From an optimization exercise on the open Yosys and OpenROAD flow, aimed at small area, a short achievable clock period and few clock cycles per item; shortcuts taken in it are not production practice. The RTL was checked by simulation tests, not by an equivalence proof against the original design. Power and IR drop assume default switching activity.

## design/flow/design.v

```verilog
module cmp_coder (
    input  wire        clk,
    input  wire        rst,
    input  wire        start,
    input  wire        cfg_cfa,
    input  wire [1:0]  cfg_depth,
    input  wire [14:0] cfg_height,
    output wire        busy,
    input  wire        in_valid,
    input  wire [15:0] in_data,
    output wire        in_ready,
    output wire        out_valid,
    output wire [31:0] out_data,
    input  wire        out_ready,
    output wire        blk_valid,
    output wire [18:0] blk_len,
    output wire [7:0]  blk_chk,
    output wire        blk_raw,
    output wire        blk_last
);
    integer i, j;
    reg        busy_r;        
    reg        idle_r;        
    reg        stall_r;       
    reg        rdy_r;         
    wire       adv = ~stall_r;
    wire       act = ~idle_r;
    reg        cfa;
    reg [1:0]  depth;
    reg [14:0] hm1;           
    wire [4:0]  bits = 5'd10 + {2'b00, depth, 1'b0};
    wire [15:0] mask = (depth == 2'd0) ? 16'h03FF :
                       (depth == 2'd1) ? 16'h0FFF :
                       (depth == 2'd2) ? 16'h3FFF : 16'hFFFF;
    wire [15:0] half = (depth == 2'd0) ? 16'h0200 :
                       (depth == 2'd1) ? 16'h0800 :
                       (depth == 2'd2) ? 16'h2000 : 16'h8000;
    always @(posedge clk) begin
        if (idle_r) begin
            cfa   <= cfg_cfa;
            depth <= cfg_depth;
            hm1   <= cfg_height - 15'd1;
        end
    end
    reg [15:0] in_r;
    reg        inv_r;
    assign in_ready = rdy_r;
    always @(posedge clk) begin
        if (adv)
            in_r <= in_data;
        if (rst)
            inv_r <= 1'b0;
        else if (adv)
            inv_r <= in_valid & (act | start);
    end
    reg [5:0]  x;
    reg [14:0] y;
    wire shift_in = inv_r & adv;
    always @(posedge clk) begin
        if (idle_r) begin
            x <= 6'd0;
            y <= 15'd0;
        end else if (shift_in) begin
            x <= x + 6'd1;
            if (x == 6'd63)
                y <= y + 15'd1;
        end
    end
    reg [15:0] hist [1:125];
    wire [15:0] pix = in_r & mask;
    always @(posedge clk) begin
        if (shift_in) begin
            hist[1] <= pix;
            for (i = 2; i <= 125; i = i + 1)
                hist[i] <= hist[i - 1];
        end
    end
    wire y_lt_s = cfa ? (y[14:1] == 14'd0) : (y == 15'd0);
    wire x_lt_s = cfa ? (x[5:1] == 5'd0) : (x == 6'd0);
    wire d_out  = cfa ? (x[5:1] == 5'd31) : (x == 6'd63);
    reg  [15:0] h_a, h_b, h_c, h_d, h_b1, h_d1;
    always @(posedge clk) begin
        if (shift_in) begin
            h_a  <= cfa ? hist[1]   : pix;
            h_d  <= cfa ? hist[125] : hist[62];
            h_b  <= cfa ? h_d1 : h_d;
            h_c  <= cfa ? h_b1 : h_b;
            h_d1 <= h_d;
            h_b1 <= h_b;
        end
    end
    wire [16:0] d_ab = {1'b0, h_a} - {1'b0, h_b};
    wire [16:0] d_ca = {1'b0, h_c} - {1'b0, h_a};
    wire [16:0] d_cb = {1'b0, h_c} - {1'b0, h_b};
    wire [16:0] d_db = {1'b0, h_d} - {1'b0, h_b};
    wire        ab_ge = ~d_ab[16];
    wire        ca_lt = d_ca[16];
    wire        cb_lt = d_cb[16];
    wire [15:0] abc   = h_a + h_b - h_c;
    reg  [15:0] med;
    always @(*) begin
        if (!ca_lt && !cb_lt)    med = ab_ge ? h_b : h_a;
        else if (ca_lt && cb_lt) med = ab_ge ? h_a : h_b;
        else                     med = abc;
    end
    wire [15:0] g_db = d_db[15:0] ^ {16{d_db[16]}};
    wire [15:0] g_bc = d_cb[15:0] ^ {16{cb_lt}};
    wire [15:0] g_ca = d_ca[15:0] ^ {16{ca_lt}};
    wire [15:0] pred = (y_lt_s && x_lt_s) ? half :
                       y_lt_s ? h_a :
                       x_lt_s ? h_b : med;
    wire last_x    = (x == 6'd63);
    wire last_line = (y == hm1);
    reg [15:0] pred2, raw2, gdb2, gbc2, gca2;
    reg [2:0]  gs2;
    reg [1:0]  ph2;
    reg        be2, fe2, v2;
    always @(posedge clk) begin
        if (adv) begin
            pred2 <= pred;
            raw2  <= pix;
            gdb2  <= (y_lt_s || d_out) ? 16'd0 : g_db;
            gbc2  <= (y_lt_s || x_lt_s) ? 16'd0 : g_bc;
            gca2  <= (y_lt_s || x_lt_s) ? 16'd0 : g_ca;
            gs2   <= {d_db[16] & ~(y_lt_s || d_out),
                      cb_lt & ~(y_lt_s || x_lt_s),
                      ca_lt & ~(y_lt_s || x_lt_s)};
            ph2   <= cfa ? {y[0], x[0]} : 2'b00;
            be2   <= last_x && ((y[4:0] == 5'd31) || last_line);
            fe2   <= last_x && last_line;
        end
        if (rst)
            v2 <= 1'b0;
        else if (adv)
            v2 <= inv_r;
    end
    wire [17:0] grad = {2'b00, gdb2} + {2'b00, gbc2} + {2'b00, gca2} +
                       {17'd0, gs2[2]} + {17'd0, gs2[1]} + {17'd0, gs2[0]};
    wire [15:0] diff = (raw2 - pred2) & mask;
    wire        neg  = |(diff & half);
    wire [16:0] m    = neg ? {~diff & mask, 1'b1} : {diff, 1'b0};
    reg [15:0] gr3;            
    reg [16:0] m3;
    reg [1:0]  ph3;
    reg        be3, fe3, v3;
    always @(posedge clk) begin
        if (adv) begin
            gr3  <= grad[17:2];
            m3   <= m;
            ph3  <= ph2;
            be3  <= be2;
            fe3  <= fe2;
        end
        if (rst)
            v3 <= 1'b0;
        else if (adv)
            v3 <= v2;
    end
    wire [15:0] grad_s = (depth == 2'd0) ? gr3 :
                         (depth == 2'd1) ? (gr3 >> 2) :
                         (depth == 2'd2) ? (gr3 >> 4) : (gr3 >> 6);
    wire [2:0] cls = (grad_s[15:6] != 10'd0) ? 3'd7 :
                     grad_s[5] ? 3'd6 :
                     grad_s[4] ? 3'd5 :
                     grad_s[3] ? 3'd4 :
                     grad_s[2] ? 3'd3 :
                     grad_s[1] ? 3'd2 :
                     grad_s[0] ? 3'd1 : 3'd0;
    reg [16:0] m4;
    reg [4:0]  ctx4;
    reg        be4, fe4, v4;
    always @(posedge clk) begin
        if (adv) begin
            m4   <= m3;
            ctx4 <= {ph3, cls};
            be4  <= be3;
            fe4  <= fe3;
        end
        if (rst)
            v4 <= 1'b0;
        else if (adv)
            v4 <= v3;
    end
    reg [22:0] ctx_a [0:31];
    reg [5:0]  ctx_n [0:31];
    reg [31:0] ctx_ok;        
    wire [22:0] a0 = (depth == 2'd0) ? 23'd16 :
                     (depth == 2'd1) ? 23'd64 :
                     (depth == 2'd2) ? 23'd256 : 23'd1024;
    reg [22:0] ar;
    reg [5:0]  nr;
    reg [16:0] mu;
    reg [4:0]  ctxu;
    reg        beu, feu, vu;
    wire [22:0] a_sum = ar + {6'd0, mu};
    wire        n_wrap = (nr == 6'd63);
    wire [22:0] a_upd = n_wrap ? (a_sum >> 1) : a_sum;
    wire [5:0]  n_upd = n_wrap ? 6'd32 : nr + 6'd1;
    wire fwd = vu && (ctxu == ctx4);
    reg  [22:0] rd_a;
    reg  [5:0]  rd_n;
    reg         rd_ok;
    always @(*) begin
        rd_a  = 23'd0;
        rd_n  = 6'd0;
        rd_ok = 1'b0;
        for (i = 0; i < 32; i = i + 1)
            if (ctx4 == i && ctx_ok[i]) begin
                rd_a  = rd_a | ctx_a[i];
                rd_n  = rd_n | ctx_n[i];
                rd_ok = 1'b1;
            end
    end
    always @(posedge clk) begin
        if (adv) begin
            if (fwd) begin
                ar <= a_upd;
                nr <= n_upd;
            end else if (rd_ok) begin
                ar <= rd_a;
                nr <= rd_n;
            end else begin
                ar <= a0;
                nr <= 6'd1;
            end
            mu   <= m4;
            ctxu <= ctx4;
            beu  <= be4;
            feu  <= fe4;
        end
        if (rst)
            vu <= 1'b0;
        else if (adv)
            vu <= v4;
    end
    always @(posedge clk) begin
        if (vu && adv) begin
            ctx_a[ctxu] <= a_upd;
            ctx_n[ctxu] <= n_upd;
        end
        if (idle_r)
            ctx_ok <= 32'd0;
        else if (vu && adv)
            ctx_ok[ctxu] <= 1'b1;
    end
    reg [15:0] kt;
    always @(*) begin
        for (j = 0; j < 16; j = j + 1)
            kt[j] = (((ar >> (j + 6)) != 23'd0) ||
                     ({ar[j +: 6], ((ar & ((23'd1 << j) - 23'd1)) != 23'd0)} > {nr, 1'b0}))
                    && (j < bits);
    end
    reg [15:0] ktc;
    reg [16:0] mc;
    reg        bec, fec, vc;
    always @(posedge clk) begin
        if (adv) begin
            ktc <= kt;
            mc  <= mu;
            bec <= beu;
            fec <= feu;
        end
        if (rst)
            vc <= 1'b0;
        else if (adv)
            vc <= vu;
    end
    wire [16:0] kone = {ktc, 1'b1} & ~{1'b0, ktc};    
    wire [4:0]  kc   = {ktc[15],
                        ktc[7] & ~ktc[15],
                        (ktc[3] & ~ktc[7]) | (ktc[11] & ~ktc[15]),
                        (ktc[1] & ~ktc[3]) | (ktc[5] & ~ktc[7]) | (ktc[9] & ~ktc[11]) | (ktc[13] & ~ktc[15]),
                        (ktc[0] & ~ktc[1]) | (ktc[2] & ~ktc[3]) | (ktc[4] & ~ktc[5]) | (ktc[6] & ~ktc[7]) |
                        (ktc[8] & ~ktc[9]) | (ktc[10] & ~ktc[11]) | (ktc[12] & ~ktc[13]) | (ktc[14] & ~ktc[15])};
    reg  [4:0]  q5;
    reg         esc;
    always @(*) begin
        for (i = 0; i < 5; i = i + 1) begin
            q5[i] = 1'b0;
            for (j = 0; j + i < 17; j = j + 1)
                q5[i] = q5[i] | (kone[j] & mc[i + j]);
        end
        esc = 1'b0;
        for (i = 5; i < 17; i = i + 1)
            esc = esc | (mc[i] & ~ktc[i - 5]);
    end
    wire [16:0] cval = esc ? mc : ((mc & {1'b0, ktc}) | kone);
    wire [5:0]  clen = esc ? (6'd32 + {1'b0, bits}) : ({1'b0, q5} + {1'b0, kc} + 6'd1);
    reg [16:0] vp;
    reg [5:0]  lp;
    reg        bep, fep, vp_ok;
    always @(posedge clk) begin
        if (adv) begin
            vp  <= cval;
            lp  <= clen;
            bep <= bec;
            fep <= fec;
        end
        if (rst)
            vp_ok <= 1'b0;
        else if (adv)
            vp_ok <= vc;
    end
    reg [95:0]  acc;
    reg [31:0]  out_r;        
    reg [6:0]   fill;
    reg         ov_r;         
    reg         cl;           
    reg [1:0]   cw;           
    reg [10:0]  raww;         
    reg         clast;        
    reg [11:0]  wcnt;
    reg [7:0]   crc;
    reg         bv_r, braw_r, blast_r;
    reg [11:0]  blen_r;
    reg [7:0]   bchk_r;
    wire        place = vp_ok & adv;
    wire [6:0]  e_end = fill + {1'b0, lp};
    wire [6:0]  e_rnd = bep ? ({e_end[6:5] + {1'b0, (e_end[4:0] != 5'd0)}, 5'd0}) : e_end;
    wire [63:0] tsh   = {15'd0, vp, 32'd0} >> e_end[4:0];
    wire [1:0]  ew    = e_end[6:5];
    reg  [95:0] acc_or;
    always @(*) begin
        acc_or = acc;
        if (place) begin
            case (ew)
            2'd0: acc_or[95:64] = acc[95:64] | tsh[31:0];
            2'd1: begin
                acc_or[95:64] = acc[95:64] | tsh[63:32];
                acc_or[63:32] = acc[63:32] | tsh[31:0];
            end
            2'd2: begin
                acc_or[63:32] = acc[63:32] | tsh[63:32];
                acc_or[31:0]  = acc[31:0]  | tsh[31:0];
            end
            default: acc_or[31:0] = acc[31:0] | tsh[63:32];
            endcase
        end
    end
    wire [6:0]  fill_add = place ? e_rnd : fill;
    wire        pop      = ov_r & out_ready;
    wire        lastpop  = pop & cl & (cw == 2'd1);
    wire [6:0]  fill_nx  = pop ? fill_add - 7'd32 : fill_add;
    wire        place_be = place & bep;
    wire        cl_nx    = place_be | (cl & ~lastpop);
    reg [7:0] crc_w;
    always @(*) begin
        crc_w = crc;
        for (j = 31; j >= 0; j = j - 1)
            crc_w = {crc_w[6:0], 1'b0} ^ ((crc_w[7] ^ acc[64 + j]) ? 8'h07 : 8'h00);
    end
    wire [5:0]  lines_last = {1'b0, hm1[4:0]} + 6'd1;
    wire [10:0] raw_last   = {1'b0, lines_last, 4'd0} + {3'd0, lines_last, 2'd0} +
                             (depth[0] ? {3'd0, lines_last, 2'd0} : 11'd0) +
                             (depth[1] ? {2'd0, lines_last, 3'd0} : 11'd0);
    wire [10:0] raw_full   = {bits, 6'd0};
    wire [10:0] raw_nx = fep ? raw_last : raw_full;
    wire        nbe = adv ? (bec & vc) : (bep & vp_ok);
    always @(posedge clk) begin
        if (idle_r)
            acc <= 96'd0;
        else
            acc <= pop ? {acc_or[63:0], 32'd0} : acc_or;
        out_r <= pop ? acc_or[63:32] : acc_or[95:64];
        if (place_be) begin
            raww  <= raw_nx;
            clast <= fep;
        end
        blen_r <= wcnt + 12'd1;
        bchk_r <= crc_w;
        braw_r <= ({1'b0, wcnt} + 13'd1) >= {2'b00, raww};
        blast_r <= clast;
        if (rst) begin
            busy_r  <= 1'b0;
            idle_r  <= 1'b1;
            stall_r <= 1'b0;
            rdy_r   <= 1'b1;
            fill    <= 7'd0;
            ov_r    <= 1'b0;
            cl      <= 1'b0;
            cw      <= 2'd0;
            wcnt    <= 12'd0;
            crc     <= 8'd0;
            bv_r    <= 1'b0;
        end else begin
            if (idle_r) begin
                busy_r <= start;
                idle_r <= ~start;
            end else if (bv_r && blast_r) begin
                busy_r <= 1'b0;
                idle_r <= 1'b1;
            end
            fill    <= fill_nx;
            ov_r    <= (fill_nx >= 7'd32) && !lastpop;
            bv_r    <= lastpop;
            cl      <= cl_nx;
            if (place_be)
                cw <= e_rnd[6:5] - {1'b0, pop};
            else if (pop)
                cw <= cw - 2'd1;
            if (lastpop) begin
                wcnt <= 12'd0;
                crc  <= 8'd0;
            end else if (pop) begin
                wcnt <= wcnt + 12'd1;
                crc  <= crc_w;
            end
            stall_r <= (fill_nx > 7'd48) || (cl_nx && nbe);
            rdy_r   <= !((fill_nx > 7'd48) || (cl_nx && nbe));
        end
    end
    assign busy      = busy_r;
    assign out_valid = ov_r;
    assign out_data  = out_r;
    assign blk_valid = bv_r;
    assign blk_len   = {7'd0, blen_r};
    assign blk_chk   = bchk_r;
    assign blk_raw   = braw_r;
    assign blk_last  = blast_r;
endmodule
```

## design/flow/flow/run.sh

```bash
#!/bin/bash
set -o pipefail
bash standard.sh SETUP_SLACK_MARGIN=7.45 finish > standard_flow.log 2>&1
```

## design/flow/standard.sh

```bash
#!/bin/bash
# synth_recipe.tcl (not shown) runs the flow's synth.tcl, then flattens the netlist and writes it again
# the make line also repeats each setting of config.mk as NAME=value (left out here)
make -C /OpenROAD-flow-scripts/flow DESIGN_CONFIG=/design/flow/config.mk WORK_HOME=/design/flow/orfs CLKGATE_MAP_FILE= SYNTH_SCRIPT=/design/flow/synth_recipe.tcl "${@:-finish}"
```

## design/flow/config.mk

```make
export PLATFORM = sky130hd
export DESIGN_NAME = cmp_coder
export DESIGN_NICKNAME = cmp_coder
export VERILOG_FILES = /design/flow/design.v
export SDC_FILE = /design/flow/constraint.sdc
export NUM_CORES = 4
export LEC_CHECK = 0
export CAP_MARGIN = 20
export CORE_MARGIN = 2
export CORE_UTILIZATION = 65
export CTS_BUF_LIST = sky130_fd_sc_hd__clkbuf_16
export CTS_CLUSTER_DIAMETER = 100
export CTS_CLUSTER_SIZE = 25
export SLEW_MARGIN = 20
```

## design/flow/constraint.sdc

```tcl
create_clock -name core_clock -period 11.0 [get_ports {clk}]
set_input_delay 2.2000 -clock core_clock [delete_from_list [all_inputs] [get_ports {clk}]]
set_output_delay 2.2000 -clock core_clock [all_outputs]
set_load 0.01 [all_outputs]
```

==> results of run 1 <==
-- what timing repair did --
item,in CTS,in global routing
buffers inserted,45,38
gates cloned,9,6
endpoints found under the setup margin,594,1153
pin swaps,32,53
hold buffers,0,0
gates resized for setup,428,125
-- stage by stage --
stage | total power, µW | std cells | cell area (µm²)
2_1_floorplan | 18600 | 7420 | 131000
3_3_place_gp | 19600 | 10100 | 136000
3_5_place_dp | 19600 | 10100 | 136000
4_1_cts | 26200 | 10300 | 141000
5_1_grt | 27100 | 10400 | 142000
6_report | 26200 | 10400 | 142000
-- flip-flops by register name, summed over array words and instances, names as in the netlist, 17 cells and up --
name and cells:
vp 17, ctx_n 192, m4 17, out_r 32, m3 17, hist 2000
mu 17, ar 23, mc 17, ctx_ok 32, acc 96, ctx_a 736
-- synthesized netlist by cell type (105+ instances only) --
master    number  area, µm²
a22oi_1      283       2120
dfxtp_1      246       4920
edfxtp_1    3329     100000
xnor2_1      174       1520
xor2_1       105        920
a221oi_1     141       1230
inv_1        213        800
o21ai_0      131        656
a22o_1       116       1020
nor2_1       449       1690
clkbuf_1     181        679
nand2_1      265        995
a21oi_1      256       1280
ha_1         292       3650
-- layout make-up --
class                   instances  area (µm²)  share of cell area [%]
diodes                         11        27.5                  0.0193
clock buffers                 165        4130                    2.90
clock inverters                43         342                   0.240
inverters                     214         811                   0.570
multi-input cells            3403       25600                    18.0
flip-flops and latches       3575      105000                    73.8
well taps                    2656        3320                    2.34
repair buffers                328        3080                    2.16
-- layer usage --
layer,vias to the layer above,GRT usage (%),wire length (µm)
li1,29200,-,-
met1,33400,42.2,121000
met2,3329,42.2,131000
met3,715,5.60,28800
met4,4,10.7,12400
met5,-,0,35
-- power breakdown --
part,switching [µW],leakage [µW],internal (µW)
Sequential,429,0.0333,16000
Clock,3860,0.00226,2760
Combinational,2100,0.0126,1010
Total,6390,0.0482,19800
-- cell families (layout without fill, tap and decap cells) --
group                      Yosys count  after routing  share of synthesized area [%]
adders and majority gates          341            341                           3.54
AOI/OAI and AO/OA                 1287           1288                           6.87
other                                1             18                        0.00286
xor gates and xnor gates           299            299                           2.14
DFF                               3575           3575                           80.1
muxes                              132            134                           1.16
and+or+nand+nor                   1330           1334                           4.88
buffers and inverters              449            750                           1.34
-- worst reg2reg max path: stages (launching register included) --
cell	delay, ns
edfxtp_1	0.42
buf_6	0.14
ha_4	0.16
xor2_2	0.17
inv_2	0.07
nor2_2	0.04
fa_1	0.48
inv_1	0.05
fa_1	0.42
inv_1	0.07
ha_2	0.17
inv_2	0.04
fa_2	0.34
nor2b_2	0.14
o21ai_1	0.07
nand2b_1	0.11
a21o_1	0.14
a21oi_2	0.06
xnor2_1	0.12
nand2_1	0.06
o21ai_1	0.07
-- final timing paths --
check	from	endpoint	cells past startpoint
min reg2reg	clast	blast_r	0
max reg2reg	hm1[1]	raww[10]	20
min	clast	blast_r	0
max	hm1[1]	raww[10]	20
==> results.cfg, run 1 <==
[outcome]
status = finished clean

[cts]
cts-htree-levels = 4
ctsLongestPathBuffers = 3
numCtsBuffers = 163
cts_tree = done
cts.sinks = 3575
insertion_delay_ns = 0.86
clk_pin_slew_ns = 0.10
clockRootBuffer = clkbuf_16

[cells_and_area]
layout_common_cells = 3329 x edfxtp_1, 409 x nor2_1, 282 x a22oi_1
fillers = 12500
layout-drive-gt1-share_pct = 11.0
final_common_cell = edfxtp_1
fin_nets = 8065
syn_to_final_growth_pct = 8.59
fin_util_pct = 71.1

[sta]
fin_crit_ns = 3.60
fin_crit_sh_pct = 32.7
finalSetupViolations = 0
finClkSkew_ns = 0.0405
fin_tns_setup_ns = 0
fin_ws_ns = 7.40
tightest_slew_ns = 1.15
slew_headroom_pct = 23.5
hold_violations = 0
hold_slack_ns = 0.350
fmax_mhz = 278
drv_slew = 0
rsz0062_at_grt = true

[critical_path]
cp_top_family = adder cells
slowest_stage = fa_1
ff2ff_setup_slack_ns = 7.40
path_class = register to register
cp_slowest_stage_delay_ns = 0.48
cp-start-kind = register
critPathCaptureType = register
crit_chain = buf_6, ha_4, xor2_2, inv_2, nor2_2, fa_1, inv_1, fa_1, inv_1, ha_2, inv_2, fa_2, nor2b_2, o21ai_1, nand2b_1, a21o_1, a21oi_2, xnor2_1, nand2_1, o21ai_1
cp_num_buf_inv = 5
crit_required_ns = 11.58
path_max_fanout = 3
cp.arrival_ns = 4.17

[detailed_routing]
drc = 0
vias = 66600
drt_iter0_markers = 8594
vias_per_cell = 6.41
antenna_left = 0
finalWirelength_um = 293000
firstDrtPassIters = 7
routedWlPerCell_um = 28.2

[placed_design]
place_congestion = 0.940
io_buffer_count = 96
dpl.hpwl_um = 169000
place_ws_ns = 6.21

[logic_synthesis]
synth_cell_types = 92
ys.flop_type = edfxtp_1
async_flop_share_pct = 0
synthesis.instances = 7414
yosysWarningCount = 2
synth_edf_count = 3329
syn_avg_cell_area_um2 = 17.7
synth-seq-cells = 3575
synth-seq-area-share_pct = 80.1
syn_area_um2 = 131000

[die]
rows = 164
die_h_um = 453
ios = 104
die-area_um2 = 205000
core_um2 = 200000
die_x_um = 453
start_util_pct = 65.5

[power]
total_leakage_power_uw = 0.0482
cellPowerDensity_nw_per_um2 = 184
ir_drop_mv = 0.201

[global_routing]
grt_antenna_before_repair = 14
grt_max_degree = 208
grt_usage_pct = 28.3
grt_overflow = 0
grt_pass1_wl_um = 421000
grt_pass1_vias = 62900

[run]
max_cap_viol_count = 0

[worst_hold_path]
hold_class = register to register
Testbench counts, summed over its fixed seeds: cycles 80,840, pixels 80,512.
==> inputs of run 2 (changes only) <==
--- a/design/flow/design.v
+++ b/design/flow/design.v
@@ -351,7 +351,9 @@
     end
     wire [5:0]  lines_last = {1'b0, hm1[4:0]} + 6'd1;
-    wire [10:0] raw_last   = {1'b0, lines_last, 4'd0} + {3'd0, lines_last, 2'd0} +
-                             (depth[0] ? {3'd0, lines_last, 2'd0} : 11'd0) +
-                             (depth[1] ? {2'd0, lines_last, 3'd0} : 11'd0);
+    reg  [10:0] raw_last;
+    always @(posedge clk)
+        raw_last <= {1'b0, lines_last, 4'd0} + {3'd0, lines_last, 2'd0} +
+                    (depth[0] ? {3'd0, lines_last, 2'd0} : 11'd0) +
+                    (depth[1] ? {2'd0, lines_last, 3'd0} : 11'd0);
     wire [10:0] raw_full   = {bits, 6'd0};
     wire [10:0] raw_nx = fep ? raw_last : raw_full;
==> run 2 against run 1 <==
Final cell count rose by 0.47%; area after synthesis barely moved; sequential power barely moved; non-clock buffer count rose by 76; design area rose by 1.1%; register-to-register slack got worse by 0.14 ns; worst hold slack improved by 0.010 ns; first-iteration DRC count rose by 3.1%; synthesized cell count fell by 0.12%; core utilization rose by 0.75 points; setup slack got worse by 0.14 ns; maximum frequency fell by 3.8%; largest cell class unchanged.
==> results.cfg, run 2 <==
[outcome]
status = finished clean

[detailed_routing]
drc = 0
vias_per_cell = 6.42
finalWirelength_um = 293000
antenna_left = 0
vias = 67000
drt_iter0_markers = 8857
routedWlPerCell_um = 28.0
firstDrtPassIters = 8

[logic_synthesis]
synth_edf_count = 3329
ys.flop_type = edfxtp_1
synth-seq-cells = 3584
synthesis.instances = 7405
syn_area_um2 = 131000
async_flop_share_pct = 0
synth_most_common_cell = edfxtp_1
synth.area.top_cells = edfxtp_1 76%, dfxtp_1 3.9%, ha_1 2.8%
ys_top_cells_by_count = 3329 x edfxtp_1, 481 x nor2_1, 292 x ha_1
synth_cell_types = 88
yosysTopAreaCell = edfxtp_1
yosysWarningCount = 2
syn_avg_cell_area_um2 = 17.7
synth-seq-area-share_pct = 80.2
synth_top_area_share_pct = 76.3

[power]
total_leakage_power_uw = 0.0488
ir_drop_mv = 0.181
cellPowerDensity_nw_per_um2 = 185

[cells_and_area]
syn_to_final_growth_pct = 9.69
fin_nets = 8124
largest_registers = hist: 2000 flops, ctx_a: 736 flops, ctx_n: 192 flops
regMostFlops = hist
final_common_cell = edfxtp_1
largest_register_ffs = 2000
layout-drive-gt1-share_pct = 12.8
layout_common_cells = 3329 x edfxtp_1, 437 x nor2_1, 273 x ha_1
stdcell_area_um2 = 144000

[global_routing]
grt_pass1_vias = 62800
grt_antenna_before_repair = 9
grt_pass1_wl_um = 417000
grt_overflow = 0
grt_usage_pct = 27.9
grt_max_degree = 224

[die]
die_h_um = 453
die_x_um = 453
die-area_um2 = 205000
core_um2 = 200000
rows = 164
start_util_pct = 65.5
ios = 104

[sta]
hold_violations = 0
finClkSkew_ns = 0.0462
drv_slew = 0
tightest_slew_ns = 1.15
slew_headroom_pct = 23.6
fmax_mhz = 267
fin_tns_setup_ns = 0
fin_crit_ns = 3.74
rsz0062_at_grt = true
finalSetupViolations = 0
fin_crit_sh_pct = 34.0

[cts]
clk_pin_slew_ns = 0.10
cts_tree = done
cts.sinks = 3584
insertion_delay_ns = 0.88
clockRootBuffer = clkbuf_16
ctsLongestPathBuffers = 3
cts-htree-levels = 4
numCtsBuffers = 164
holdBufCountCts = 0

[critical_path]
crit_required_ns = 11.62
cp.arrival_ns = 4.36
path_class = register to register
cp-start-kind = register
path_max_fanout = 2
critPathCaptureType = register

[placed_design]
dpl.hpwl_um = 165000
io_buffer_count = 96
place_congestion = 0.906
postPlaceCellArea_um2 = 136000

[run]
max_cap_viol_count = 0

[worst_hold_path]
hold_class = register to register
==> run 2: changes by cell type after synthesis, sizes merged, moves of 14 or more <==
cell,change
xnor2,+37
nor2,+31
a22oi,-23
nand3,-17
nand4,+16
a221oi,+15
or3,-14
==> run 2: kinds of logic (layout without fill, tap and decap cells) <==
group	Yosys count	count (layout)	share of synthesized area (%)
other	1	10	0.00286
buffers and inverters	448	816	1.32
and+or+nand+nor	1317	1317	4.79
DFF	3584	3584	80.2
adders and majority gates	341	341	3.54
AOI/OAI and AO/OA	1277	1279	6.88
muxes	115	119	0.997
xor gates and xnor gates	322	322	2.32
==> run 2: what timing repair did <==
| action | 4_1_cts | 5_1_grt |
|---|---|---|
| endpoints found under the setup margin | 1299 | 1859 |
| buffers inserted | 83 | 70 |
| hold endpoints to repair | 0 | 0 |
| cloned | 6 | 16 |
| pin swaps | 73 | 94 |
| gates resized for setup | 491 | 221 |
==> run 2: stage by stage <==
step	cells	setup WS [ns]	hold slack, ns	utilization, %	power (µW)
floorplan	7411	3.98	0.323	-	18700
global placement	10100	6.06	0.331	67.9	19700
detailed placement	10100	6.07	0.339	67.9	19800
CTS	10400	7.25	0.369	71.0	26500
global route	10400	7.11	0.377	71.9	27500
finish	10400	7.26	0.360	71.9	26600
==> run 2: layer usage <==
metal	GRT usage, %	vias up	share of wire [%]
met5	0	-	0.0079
met2	41.7	3362	45
li1	-	29300	-
met1	42.7	33700	42
met4	8.30	4	3.4
met3	5.29	640	10
==> run 2: critical path, cell delays in order, from the launching register on <==
cell and delay [ns]:
edfxtp_1 0.41, fa_1 0.50, fa_2 0.37, ha_4 0.24, a31oi_4 0.18, o21bai_4 0.08
a21oi_2 0.17, o21bai_2 0.10, a21oi_2 0.21, o21ai_4 0.09, a2111oi_4 0.36, nor4b_4 0.09
o21a_1 0.22, o31a_1 0.25, or2_1 0.22
==> run 2: path summary, 6_finish.rpt <==
| path | from | to | slack [ns] | cells after the start |
|---|---|---|---|---|
| worst min register to register | clast | blast_r | 0.36 | 0 |
| worst max register to register | gbc2[0] | gr3[15] | 7.26 | 14 |
| worst min-delay path | clast | blast_r | 0.36 | 0 |
| worst max-delay path | gbc2[0] | gr3[15] | 7.26 | 14 |
==> run 2: layout make-up <==
type / count / area, µm²
Inverter: 205 / 781
Clock inverter: 41 / 439
Sequential cell: 3584 / 105000
Timing Repair Buffer: 404 / 3980
Fill cell: 12300 / 56300
Antenna cell: 3 / 7.51
Tap cell: 2656 / 3320
Clock buffer: 166 / 4150
Multi-Input combinational cell: 3385 / 25900
==> run 2: where the power goes <==
part	leakage (µW)	switching [µW]	internal (µW)
Combinational	0.0131	2220	1170
Sequential	0.0334	420	16100
Clock	0.00232	3950	2800
Total	0.0488	6590	20000
Testbench counts of run 2, summed over its fixed seeds: cycles 80,840, pixels 80,512.
==> inputs of run 3 (changes only) <==
--- a/design/flow/config.mk
+++ b/design/flow/config.mk
@@ -10,5 +10,5 @@
 export CORE_UTILIZATION = 65
 export CTS_BUF_LIST = sky130_fd_sc_hd__clkbuf_16
-export CTS_CLUSTER_DIAMETER = 100
-export CTS_CLUSTER_SIZE = 25
+export CTS_CLUSTER_DIAMETER = 80
+export CTS_CLUSTER_SIZE = 20
 export SLEW_MARGIN = 20
==> run 3 against run 2 <==
Still clean; combinational power about the same; clock skew increased by 0.0052 ns; design area is 0.82% higher; synthesized cell count did not move; core utilization up 0.59 points; global-route usage increased by 0.33 points; critical endpoint is now pred2[14]; largest cell class unchanged.
==> results.cfg, run 3 <==
[critical_path]
cp_slowest_stage_delay_ns = 0.56
path_max_fanout = 3
slowest_stage = fa_1
crit_required_ns = 11.61
rr_worst_depth = 16
critPathCaptureType = register
cp-start-kind = register
path_class = register to register
crit_chain = inv_2, fa_1, inv_2, ha_4, nor2b_4, o21ai_2, a21boi_2, o41a_1, a211o_1, a21o_1, a21oi_2, buf_4, o21ai_2, xor2_1, a221oi_2, o21ai_1
cp.arrival_ns = 4.37

[sta]
drv_slew = 0
tightest_slew_ns = 1.10
fin_crit_sh_pct = 34.2
finalSetupViolations = 0
finClkSkew_ns = 0.0514
fin_tns_setup_ns = 0
slew_headroom_pct = 26.5
fmax_mhz = 266
rsz0062_at_grt = true
fin_crit_ns = 3.76
hold_violations = 0
fin_ws_ns = 7.24

[worst_hold_path]
hold_class = register to register
worstHoldPathCells = 0

[die]
ios = 104
die-area_um2 = 205000
start_util_pct = 65.5
die_x_um = 453
core_um2 = 200000
rows = 164
die_h_um = 453

[power]
seqPwrFrac_pct = 59.8
ir_drop_mv = 0.196
swShare_pct = 24.7
power_uw = 27500
total_leakage_power_uw = 0.0494
p_sw_uw = 6800
power_frac_comb_pct = 12.3
p_int_uw = 20700
cellPowerDensity_nw_per_um2 = 190
clockPowerShare_pct = 27.8

[placed_design]
place_congestion = 0.906
place_ws_ns = 6.07
io_buffer_count = 96
postPlaceCellArea_um2 = 136000
dpl.hpwl_um = 165000

[cts]
cts.sinks = 3584
holdBufCountCts = 0
numCtsBuffers = 205
insertion_delay_ns = 0.90
clk_pin_slew_ns = 0.08
cts_tree = done
ctsLongestPathBuffers = 3
cts-htree-levels = 4
clockRootBuffer = clkbuf_16

[detailed_routing]
vias = 67200
drt_iter0_markers = 8835
routedWlPerCell_um = 28.1
firstDrtPassIters = 8
antenna_left = 0
vias_per_cell = 6.41
finalWirelength_um = 295000
drc = 0

[global_routing]
grt_pass1_vias = 63400
grt_overflow = 0
grt_max_degree = 224
grt_usage_pct = 28.3
grt_pass1_wl_um = 422000
grt_antenna_before_repair = 9

[cells_and_area]
largest_registers = hist: 2000 flops, ctx_a: 736 flops, ctx_n: 192 flops
fillers = 12100
stdcell_area_um2 = 145000
regMostFlops = hist
fin_nets = 8158
final_common_cell = edfxtp_1
syn_to_final_growth_pct = 10.6
largest_register_ffs = 2000
layout_common_cells = 3329 x edfxtp_1, 438 x nor2_1, 276 x ha_1
layout-drive-gt1-share_pct = 13.2

[run]
max_cap_viol_count = 0

[logic_synthesis]
yosysWarningCount = 2
synthesis.instances = 7405
syn_area_um2 = 131000
synth-seq-area-share_pct = 80.2
synth_edf_count = 3329
synth_cell_types = 88
synth.area.top_cells = edfxtp_1 76%, dfxtp_1 3.9%, ha_1 2.8%
synth-seq-cells = 3584
yosysTopAreaCell = edfxtp_1
ys.flop_type = edfxtp_1
synth_top_area_share_pct = 76.3
synth_most_common_cell = edfxtp_1
ys_top_cells_by_count = 3329 x edfxtp_1, 481 x nor2_1, 292 x ha_1
async_flop_share_pct = 0
syn_avg_cell_area_um2 = 17.7

[outcome]
status = finished clean
-- run 3: cell types whose count changed in the layout (fill, tap and decap cells not counted), moves of 4 or more --
cell       delta
inv_8         +4
o21ai_2       +4
inv_1         +6
clkbuf_16    +39
-- run 3: kinds of logic after synthesis --
group,count (synthesis),share of synthesized area (%)
muxes,115,0.997
other,1,0.00286
DFF,3584,80.2
AOI/OAI and AO/OA,1277,6.88
buffers and inverters,448,1.32
xor gates and xnor gates,322,2.32
adders and majority gates,341,3.54
and+or+nand+nor,1317,4.79
-- run 3: per-layer routing --
metal  GRT usage (%)  vias to the layer above  part of all wire [%]
met4            8.84                        4                   3.6
met2            41.8                     3425                    45
li1                -                    29400                     -
met3            5.65                      689                    10
met1            43.1                    33700                    41
met5               0                        -                0.0092
-- run 3: path summary, 6_finish.rpt --
path | from | end | slack, ns
hold reg to reg | clast | blast_r | 0.36
hold / removal | clast | blast_r | 0.36
setup reg to reg | h_a[2] | pred2[14] | 7.24
setup / recovery | h_a[2] | pred2[14] | 7.24
-- run 3: repair_timing --
item	CTS	global route
endpoints found under the hold margin	0	0
pin swaps	53	91
gates resized for setup	469	236
gates cloned	7	10
setup buffers	75	75
setup endpoints to repair	1261	1832
-- run 3: cell type report --
| class | instances | area [µm²] | share of cell area, % |
|---|---|---|---|
| flip-flops and latches | 3584 | 105000 | 72.5 |
| multi-input cells | 3385 | 25900 | 17.9 |
| clock buffers | 209 | 5230 | 3.61 |
| repair buffers | 397 | 3910 | 2.69 |
| well taps | 2656 | 3320 | 2.29 |
| inverters | 205 | 781 | 0.539 |
| clock inverters | 53 | 612 | 0.422 |
| diodes | 3 | 7.51 | 0.00518 |
-- run 3: worst max-delay path, delay by kind of cell, from the launching register on --
family | cells | cell delay, ns
fa+ha+maj | 2 | 0.80
xor+xnor | 1 | 0.17
simple gates | 1 | 0.13
flops | 1 | 0.42
compound gates | 9 | 1.73
buf+inv | 3 | 0.25
-- run 3: power groups by stage --
| stage | Clock [µW] | Combinational, µW | Sequential (µW) |
|---|---|---|---|
| finish | 7670 | 3390 | 16500 |
| global route | 8280 | 3670 | 16500 |
| CTS | 7850 | 3140 | 16500 |
| detailed placement | 0 | 2960 | 16800 |
| global placement | 0 | 2910 | 16800 |
| floorplan | 0 | 2060 | 16600 |
-- run 3: through the flow --
stage               util, %  hold WS (ns)  cells
floorplan                 -         0.323   7411
global placement       67.9         0.331  10100
detailed placement     67.9         0.339  10100
CTS                    71.5         0.359  10400
global route           72.4         0.365  10500
finish                 72.4         0.356  10500
==> inputs of run 4 (changes only) <==
--- a/design/flow/design.v
+++ b/design/flow/design.v
@@ -104,7 +104,7 @@
         else                     med = abc;
     end
-    wire [15:0] g_db = d_db[15:0] ^ {16{d_db[16]}};
-    wire [15:0] g_bc = d_cb[15:0] ^ {16{cb_lt}};
-    wire [15:0] g_ca = d_ca[15:0] ^ {16{ca_lt}};
+    wire [15:0] g_db = d_db[16] ? h_b - h_d : d_db[15:0];
+    wire [15:0] g_bc = cb_lt ? h_b - h_c : d_cb[15:0];
+    wire [15:0] g_ca = ca_lt ? h_a - h_c : d_ca[15:0];
     wire [15:0] pred = (y_lt_s && x_lt_s) ? half :
                        y_lt_s ? h_a :
@@ -113,5 +113,4 @@
     wire last_line = (y == hm1);
     reg [15:0] pred2, raw2, gdb2, gbc2, gca2;
-    reg [2:0]  gs2;
     reg [1:0]  ph2;
     reg        be2, fe2, v2;
@@ -123,7 +122,4 @@
             gbc2  <= (y_lt_s || x_lt_s) ? 16'd0 : g_bc;
             gca2  <= (y_lt_s || x_lt_s) ? 16'd0 : g_ca;
-            gs2   <= {d_db[16] & ~(y_lt_s || d_out),
-                      cb_lt & ~(y_lt_s || x_lt_s),
-                      ca_lt & ~(y_lt_s || x_lt_s)};
             ph2   <= cfa ? {y[0], x[0]} : 2'b00;
             be2   <= last_x && ((y[4:0] == 5'd31) || last_line);
@@ -135,6 +131,5 @@
             v2 <= inv_r;
     end
-    wire [17:0] grad = {2'b00, gdb2} + {2'b00, gbc2} + {2'b00, gca2} +
-                       {17'd0, gs2[2]} + {17'd0, gs2[1]} + {17'd0, gs2[0]};
+    wire [17:0] grad = {2'b00, gdb2} + {2'b00, gbc2} + {2'b00, gca2};
     wire [15:0] diff = (raw2 - pred2) & mask;
     wire        neg  = |(diff & half);
==> run 4 against run 3 <==
Combinational power is 5.9% higher; core utilization down 0.29 points; critical path type unchanged; synthesized cell count grew 4.4%; largest cell class unchanged; first-iteration DRC count up 15%; via count grew 5.8%.
==> results.cfg, run 4 <==
[logic_synthesis]
yosysWarningCount = 2
yosysTopAreaCell = edfxtp_1
synth-seq-cells = 3581
ys.flop_type = edfxtp_1
async_flop_share_pct = 0
synth_top_area_share_pct = 75.2
ys_top_cells_by_count = 3326 x edfxtp_1, 471 x nor2_1, 320 x ha_1
synth.area.top_cells = edfxtp_1 75%, dfxtp_1 3.8%, ha_1 3.0%
synthesis.instances = 7731
synth_most_common_cell = edfxtp_1
syn_avg_cell_area_um2 = 17.2
synth-seq-area-share_pct = 79.1
synth_cell_types = 84
syn_area_um2 = 133000
synth_edf_count = 3326

[detailed_routing]
drc = 0
antenna_left = 0
firstDrtPassIters = 8
vias_per_cell = 6.58
drt_iter0_markers = 10100
vias = 71100
routedWlPerCell_um = 30.6
finalWirelength_um = 331000

[placed_design]
io_buffer_count = 96
dp_cells = 10400
dpl.hpwl_um = 189000
place_congestion = 0.907
place_ws_ns = 5.64

[cells_and_area]
layout_common_cells = 3326 x edfxtp_1, 432 x nor2_1, 304 x ha_1
layout.area.seq_um2 = 105000
largest_registers = hist: 2000 flops, ctx_a: 736 flops, ctx_n: 192 flops
fin_util_pct = 72.2
final_common_cell = edfxtp_1
layout-drive-gt1-share_pct = 11.9
regMostFlops = hist
fillers = 12100
largest_register_ffs = 2000
stdcell_count = 10800
syn_to_final_growth_pct = 10.1
fin_nets = 8473
multiInputGateArea_um2 = 27200

[sta]
finalSetupViolations = 0
hold_violations = 0
fmax_mhz = 276
fin_crit_sh_pct = 32.9
finClkSkew_ns = 0.0934
fin_ws_ns = 7.38
slew_headroom_pct = 22.1
fin_tns_setup_ns = 0
hold_slack_ns = 0.350
rsz0062_at_grt = true
drv_slew = 0
tightest_slew_ns = 1.17
fin_crit_ns = 3.62

[critical_path]
cp.arrival_ns = 4.14
cp_slowest_stage_delay_ns = 1.04
cp-start-kind = register
cp_top_family = simple AND/OR/NAND/NOR gates
reg2reg_from = vu
cp_num_buf_inv = 1
reg2reg_to = ctx_a[7][10]
startpoint = vu
path_max_fanout = 18
path_class = register to register
ff2ff_setup_slack_ns = 7.38
crit_chain = nor2b_1, nand2_1, nor2_2, buf_4
crit_required_ns = 11.52
rr_worst_depth = 4
slowest_stage = nor2_2
critPathCaptureType = register

[cts]
cts-htree-levels = 4
clockRootBuffer = clkbuf_16
holdBufCountCts = 0
insertion_delay_ns = 0.93
ctsLongestPathBuffers = 3
numCtsBuffers = 204
clk_pin_slew_ns = 0.08
cts.sinks = 3581
cts_tree = done

[global_routing]
grt_overflow = 0
grt_antenna_before_repair = 23
grt_max_degree = 213
grt_pass1_wl_um = 469000
grt_usage_pct = 31.1
grt_pass1_vias = 67800

[die]
ios = 104
die-area_um2 = 208000
start_util_pct = 65.6
die_h_um = 456
core_um2 = 203000
die_x_um = 456
rows = 165

[run]
max_cap_viol_count = 0

[worst_hold_path]
holdPathEnd = hist[105][12]
hp-start = hist[104][12]
hold_class = register to register
worstHoldPathCells = 0

[power]
total_leakage_power_uw = 0.0502
ir_drop_mv = 0.186
cellPowerDensity_nw_per_um2 = 191

[outcome]
status = finished clean
## run 4: cell types whose count changed after synthesis, sizes merged, moves of 14 or more
cell	change
nand2	+35
ha	+28
a22oi	-17
xnor2	-65
a21o	+31
mux2	-23
o21ai	+48
mux2i	+39
o21bai	+15
a21oi	+41
inv	+64
clkbuf	+20
a31oi	+14
o21a	+16
## run 4: how the worst max path moves through the flow
stage	end	cells past startpoint
floorplan	x[5]	5
finish	ctx_a[7][10]	4
detailed placement	cw[1]	9
global route	ctx_a[7][12]	4
global placement	cw[1]	9
CTS	ar[7]	12
## run 4: report_power, final
group / internal [µW] / switching [µW]
registers: 16100 / 451
logic: 1170 / 2420
clock network: 3490 / 4330
## run 4: routing by layer
layer	routed length (µm)	part of all wire, %	vias to the layer above	track usage, %
met5	106	0.032	-	0
met4	15100	4.6	16	11.7
li1	-	-	30500	-
met1	132000	40	35600	46.0
met2	148000	45	4208	46.6
met3	35900	11	824	5.97
## run 4: cells by family (layout without fill, tap and decap cells)
| logic type | Yosys count | count (layout) | share of synthesized area [%] |
|---|---|---|---|
| other cells | 1 | 16 | 0.00282 |
| fa+ha+maj | 371 | 371 | 3.78 |
| mux | 128 | 130 | 1.03 |
| buf+inv | 529 | 913 | 1.52 |
| flops | 3581 | 3581 | 79.1 |
| compound gates | 1476 | 1476 | 7.75 |
| xor+xnor | 269 | 269 | 1.87 |
| simple gates | 1376 | 1378 | 4.96 |
## run 4: final cells by class
cell class | instances | share of cell area (%)
clock inverters | 62 | 0.488
repair buffers | 377 | 2.45
inverters | 267 | 0.706
multi-input cells | 3631 | 18.6
flip-flops and latches | 3581 | 71.9
repair inverters | 1 | 0.00514
diodes | 9 | 0.0154
clock buffers | 206 | 3.53
well taps | 2672 | 2.29
## run 4: repair_timing
action	CTS	global route
buffers inserted	54	65
gates resized for setup	465	201
pin swaps	24	62
gates cloned	5	6
endpoints found under the setup margin	723	1148
## run 4: through the flow
step	instance area, µm²	power, µW
2_1_floorplan	133000	18700
3_3_place_gp	138000	19900
3_5_place_dp	138000	19900
4_1_cts	145000	27800
5_1_grt	146000	28800
6_report	146000	27900
Testbench counts of run 4, summed over its fixed seeds: cycles 80,840, pixels 80,512.

-- re-timing with driven ports --
Ports are ideal in the flow. The routed layouts listed here were re-timed in OpenROAD.
Step 1, drivers: a clkbuf_16 drives clk and a buf_2 each remaining input, both assumed.
Step 2 adds t to the input delays and takes it off the output delays; t is the mean of the earliest and latest rising clock arrival at the registers after step 1. Input paths then give back, and output paths get back, about the clock's delay inside the block.
Slacks: no drivers / after step 1 / after step 2; pairs: no drivers / after step 1.
run | shift t [ns] | setup slack, ns | latest minus earliest clock arrival (ns) | slew at the worst register clock pin (ns)
run 1 | 0.928 | 7.404 / 7.366 / 6.680 | 0.043 / 0.042 | 0.11 / 0.11
run 2 | 0.955 | 7.260 / 7.260 / 6.647 | 0.049 / 0.048 | 0.11 / 0.11
run 3 | 0.956 | 7.240 / 7.240 / 6.635 | 0.060 / 0.060 | 0.10 / 0.10
run 4 | 0.966 | 7.379 / 7.331 / 6.631 | 0.110 / 0.109 | 0.12 / 0.12
After both steps setup and hold are still met in every run listed. The setup slack of run 4, which loses most, moves by -0.048 ns with the drivers and by -0.748 ns with both steps.
